Background: an optimization exercise with open tools, aiming at small area, a short achievable clock period and few clock cycles per item. Do not read the settings as production practice.
Function was checked by simulation only, so behaviour that the tests miss may differ from the original.
Power and IR drop assume default switching activity.

== trial 2 ==
==> flow/design.v (excerpt) <==
module olx_fpu32 (
    input  wire        clk,
    input  wire        rst,
    input  wire        in_valid,
    output wire        in_ready,
    input  wire [3:0]  in_op,
    input  wire [31:0] in_a,
    input  wire [31:0] in_b,
    input  wire [31:0] in_c,
    output reg         out_valid,
    output reg  [31:0] out_result
);
    localparam [3:0] OP_FADD = 4'h0, OP_FSUB = 4'h1, OP_FMUL = 4'h2,
                     OP_FMIN = 4'h5, OP_FMAX = 4'h6, OP_FMADD = 4'h7,
                     OP_FEQ = 4'h8, OP_FLT = 4'h9, OP_FLE = 4'hA,
                     OP_FNEG = 4'hB, OP_FABS = 4'hC;
    localparam [31:0] QNAN = 32'h7FC0_0000;
    assign in_ready = 1'b1;
    reg        v0;
    reg [3:0]  op0;
    reg [31:0] a0, b0, c0;
    reg        za0, zb0, zc0;    
    always @(posedge clk) begin
        v0  <= in_valid & ~rst;
        op0 <= in_op;
        a0  <= in_a;
        b0  <= (in_op == OP_FADD || in_op == OP_FSUB) ? 32'h3F80_0000 : in_b;
        c0  <= (in_op == OP_FADD) ? in_b :
               (in_op == OP_FSUB) ? {~in_b[31], in_b[30:0]} :
               (in_op == OP_FMUL) ? 32'h8000_0000 : in_c;
        za0 <= (in_a[30:23] == 8'h00);
        zb0 <= (in_op == OP_FADD || in_op == OP_FSUB) ? 1'b0 : (in_b[30:23] == 8'h00);
        zc0 <= (in_op == OP_FADD || in_op == OP_FSUB) ? (in_b[30:23] == 8'h00) :
               (in_op == OP_FMUL) ? 1'b1 : (in_c[30:23] == 8'h00);
    end
  ...
==> flow/config.mk <==
export PLATFORM = sky130hd
export DESIGN_NAME = olx_fpu32
export DESIGN_NICKNAME = olx_fpu32
export VERILOG_FILES = /design/flow/design.v
export SDC_FILE = /design/flow/constraint.sdc
export NUM_CORES = 4
export LEC_CHECK = 0
export CAP_MARGIN = 20
export CORE_MARGIN = 2
export CORE_UTILIZATION = 65
export PLACE_DENSITY = 0.75
export SLEW_MARGIN = 20
export SYNTH_HIERARCHICAL = 1
==> flow/constraint.sdc <==
create_clock -name core_clock -period 32.0 [get_ports {clk}]
set_input_delay 6.4000 -clock core_clock [delete_from_list [all_inputs] [get_ports {clk}]]
set_output_delay 6.4000 -clock core_clock [all_outputs]
set_load 0.01 [all_outputs]
standard.sh (not shown) runs the stock make flow with config.mk's settings and CLKGATE_MAP_FILE= SYNTH_SCRIPT=/design/flow/synth_recipe.tcl, a recipe that flattens the netlist after the stock synthesis.
==> flow/flow/run.sh <==
#!/bin/bash
# Standard layout (the standard.sh, all steps), with the port buffers that
# ORFS inserts during placement made of buf_2 cells instead of the default.
set -e
export BUFFER_PORTS_ARGS="-buffer_cell sky130_fd_sc_hd__buf_2"
bash standard.sh > standard_flow.log 2>&1
Trial 2 completed every stage of the flow, and the final layout passed the timing, design-rule and antenna checks.
Testbench counts of trial 2, summed over its fixed seeds: cycles 80,016, items 80,000.
diff inputs: trial 2 => trial 73
diff --git a/flow/design.v b/flow/design.v
--- a/flow/design.v
+++ b/flow/design.v
@@ -73,24 +73,25 @@
     wire        sh_neg = sh_raw[10];
     wire [6:0]  sh = sh_neg ? 7'd0 : (sh_raw[9:7] != 3'b0) ? 7'd127 : sh_raw[6:0];
     wire [8:0]  es = sh_neg ? {1'b0, ec} - 9'd1 : eab - 9'd101;
     wire [100:0] cw = {mc, 77'b0} >> sh;
     reg  [23:0] cmask;
     integer j;
     always @* begin
         for (j = 0; j < 24; j = j + 1)
             cmask[j] = (sh >= 53 + j);
     end
     wire        c_st = |(mc & cmask);
     wire [76:0] c_al = {cw[100:25], c_st};
+    wire [77:0] crow_n = {1'b1, c_al ^ {77{~eff_sub}}};
     wire [77:0] t_r0, t_r1;
     wire [23:0] u_csa_ma = ma;
     wire [23:0] u_csa_mb = mb;
     wire [77:0] u_csa_r0;
     wire [77:0] u_csa_r1;
     wire u_csa_pp0_0 = ~(u_csa_ma[0] & u_csa_mb[0]);
     wire u_csa_pp0_1 = ~(u_csa_ma[1] & u_csa_mb[0]);
     wire u_csa_pp0_2 = ~(u_csa_ma[2] & u_csa_mb[0]);
     wire u_csa_pp0_3 = ~(u_csa_ma[3] & u_csa_mb[0]);
     wire u_csa_pp0_4 = ~(u_csa_ma[4] & u_csa_mb[0]);
     wire u_csa_pp0_5 = ~(u_csa_ma[5] & u_csa_mb[0]);
     wire u_csa_pp0_6 = ~(u_csa_ma[6] & u_csa_mb[0]);
@@ -2123,46 +2124,44 @@
                     oth = ~a_lt_b ? a0 : b0;
             end
             OP_FEQ:  oth = {31'd0, feq};
             OP_FLT:  oth = {31'd0, flt};
             OP_FLE:  oth = {31'd0, fle};
             OP_FNEG: oth = {~a0[31], a0[30:0]};
             default: oth = {1'b0, a0[30:0]};
         endcase
     end
     wire        spec_sel1 = ~op_fma | fspec_sel;
     wire [31:0] spec_val1 = op_fma ? fspec : oth;
     reg        v1;
-    reg [77:0] r0_1, r1_1;           
-    reg [76:0] cal1;                 
+    reg [77:0] r0_1, r1_1, crow1;    
     reg        sp1, sub1;
     reg [8:0]  es1;
     reg        ssel1;
     reg [31:0] sval1;
     always @(posedge clk) begin
         v1    <= v0 & ~rst;
         r0_1  <= t_r0;
         r1_1  <= t_r1;
-        cal1  <= c_al;
+        crow1 <= crow_n;
         sp1   <= sp;
         sub1  <= eff_sub;
         es1   <= es;
         ssel1 <= spec_sel1;
         sval1 <= spec_val1;
     end
     wire [77:0] t_s, t_k;
-    wire [77:0] crow_n = {1'b1, cal1 ^ {77{~sub1}}};
     wire [77:0] u_c32_r0 = r0_1;
     wire [77:0] u_c32_r1 = r1_1;
-    wire [77:0] u_c32_crow = crow_n;
+    wire [77:0] u_c32_crow = crow1;
     wire [77:0] u_c32_s;
     wire [77:0] u_c32_k;
     wire u_c32_s100001, u_c32_c100002;
     fpu32_fa u_c32_us100001 (.a(u_c32_r0[4]), .b(u_c32_r1[4]), .c(u_c32_crow[4]), .s(u_c32_s100001), .co(u_c32_c100002));
     wire u_c32_s100003, u_c32_c100004;
     fpu32_fa u_c32_us100003 (.a(u_c32_r0[5]), .b(u_c32_r1[5]), .c(u_c32_crow[5]), .s(u_c32_s100003), .co(u_c32_c100004));
     wire u_c32_s100005, u_c32_c100006;
     fpu32_fa u_c32_us100005 (.a(u_c32_r0[6]), .b(u_c32_r1[6]), .c(u_c32_crow[6]), .s(u_c32_s100005), .co(u_c32_c100006));
     wire u_c32_s100007, u_c32_c100008;
     fpu32_fa u_c32_us100007 (.a(u_c32_r0[7]), .b(u_c32_r1[7]), .c(u_c32_crow[7]), .s(u_c32_s100007), .co(u_c32_c100008));
     wire u_c32_s100009, u_c32_c100010;
     fpu32_fa u_c32_us100009 (.a(u_c32_r0[8]), .b(u_c32_r1[8]), .c(u_c32_crow[8]), .s(u_c32_s100009), .co(u_c32_c100010));
Notes after the runs:
On clock group power, trial 73 does worse than trial 2. Going from trial 2 to trial 73, multi-input combinational cell area shrank by a few percent. Cell area | trial 73 vs trial 2 | trial 73 smaller. In the tables for trial 2 and trial 73, critical path depth reads lower with trial 73. For trial 2, the critical path startpoint was sub1, unlike trial 73, where it was b0[23]. Trial 2 reports its capturing instance or port of the critical path as ssel2 while trial 73 reports crow1[10]. The highest-delay cell along the critical path comes out a211oi_1 in one run and dfxtp_4 in the other, namely in trial 73 and trial 2 respectively. Going from trial 2 to trial 73, die area shrank slightly. Routability-driven placement congestion ratio in trial 73 is 1.0% above trial 2. Changes observed in trial 73 relative to trial 2: clock period minus final worst setup slack now smaller; number of cells in the design after placement down 19. The run with more setup slack is trial 73; trial 2 has less. Re share of power burned in combinational logic: trial 73 is 1.8 points down on trial 2.
Testbench counts of trial 73, summed over its fixed seeds: cycles 80,016, items 80,000.

========
== the reference run ==
Another version of the RTL of olx_fpu32 (not shown whole).
For scale: about 4900 cells after synthesis, about 440 flip-flops, about 42000 sq um of cells after synthesis.
clock: 32.0 ns
lec_check: 0
cap_margin: 20
core_margin: 2
core_utilization: 65
place_density: 0.75
slew_margin: 20
synth_hierarchical: 1
Scripts as last shown in full above: flow/flow/run.sh
Testbench counts of the reference run, summed over its fixed seeds: cycles 80,016, items 80,000.
Setup changes, the reference run to the trial run
--- a/flow/design.v
+++ b/flow/design.v
@@ -70,23 +70,21 @@
     wire        p_tiny = (eab <= 9'd101);                          
     wire [10:0] sh_raw = {3'b0, xa} + {3'b0, xb} + {3'b111, ~xc} +
                          {10'b0, xa_z} + {10'b0, xb_z} + {10'b0, ~xc_z} - 11'd100;
     wire        sh_neg = sh_raw[10];
     wire [6:0]  sh = sh_neg ? 7'd0 : (sh_raw[9:7] != 3'b0) ? 7'd127 : sh_raw[6:0];
     wire [8:0]  es = sh_neg ? {1'b0, ec} - 9'd1 : eab - 9'd101;
-    wire        sh_big = ~sh_neg & (sh_raw[9:7] != 3'b0);
-    wire [100:0] cw = {mc, 77'b0} >> sh_raw[6:0];
-    wire [75:0] cwin = sh_neg ? {mc, 52'b0} : sh_big ? 76'd0 : cw[100:25];
+    wire [100:0] cw = {mc, 77'b0} >> sh;
     reg  [23:0] cmask;
     integer j;
     always @* begin
         for (j = 0; j < 24; j = j + 1)
             cmask[j] = (sh >= 53 + j);
     end
     wire        c_st = |(mc & cmask);
-    wire [76:0] c_al = {cwin, c_st};
+    wire [76:0] c_al = {cw[100:25], c_st};
     wire [77:0] crow_n = {1'b1, c_al ^ {77{~eff_sub}}};
     wire [77:0] t_s, t_k;
     wire [23:0] u_csa_ma = ma;
     wire [23:0] u_csa_mb = mb;
     wire [77:0] u_csa_crow = crow_n;
     wire [77:0] u_csa_s;
==> summary.txt <==
- Against the reference run as the reference, the trial run delivers a lower synthesis-to-layout area growth.
- When the trial run is set beside the reference run, its power of the clock network turns out to be about 3% larger.
- Antenna cell count: the trial run higher than the reference run
- ~same I/O pin count in the trial run and the reference run
- The trial run vs. the reference run: iteration count of the initial detailed-routing pass has increased; power in sequential cells has increased.
- [compare] base=the reference run new=the trial run: number of placement rows picked up an extra 1, number of failing setup endpoints in the final timing report neither gained nor lost much, core utilization neither gained nor lost much.
Testbench counts of the trial run, summed over its fixed seeds: cycles 80,016, items 80,000.

[port drivers added, routing unchanged]
No port has a modelled driver above. Below, the same layouts with a new extraction and two added sets of constraints. Step 1: set_driving_cell puts a clkbuf_16 on clk and a buf_2 on each other input, an assumption about the parent block. Step 2 moves the port delays by t, midway between the first and last clock arrival at a register: inputs arrive t later, outputs are due t later. That takes back most of the time a late clock gives input paths. Slacks: ideal / step 1 / step 2; pairs: ideal / step 1.
run	shift t [ns]	setup slack, ns	slew at the worst register clock pin (ns)
trial 2	0.705	23.164 / 23.164 / 23.164	0.07 / 0.07
trial 73	0.704	24.283 / 24.283 / 24.283	0.08 / 0.08
the reference run	0.672	24.538 / 24.470 / 24.424	0.07 / 0.07
the trial run	0.682	24.198 / 24.198 / 24.092	0.07 / 0.07
After both steps setup and hold are still met in every run listed. For the reference run, which loses most, drivers alone change the setup slack by -0.068 ns; drivers and shift together by -0.114 ns.
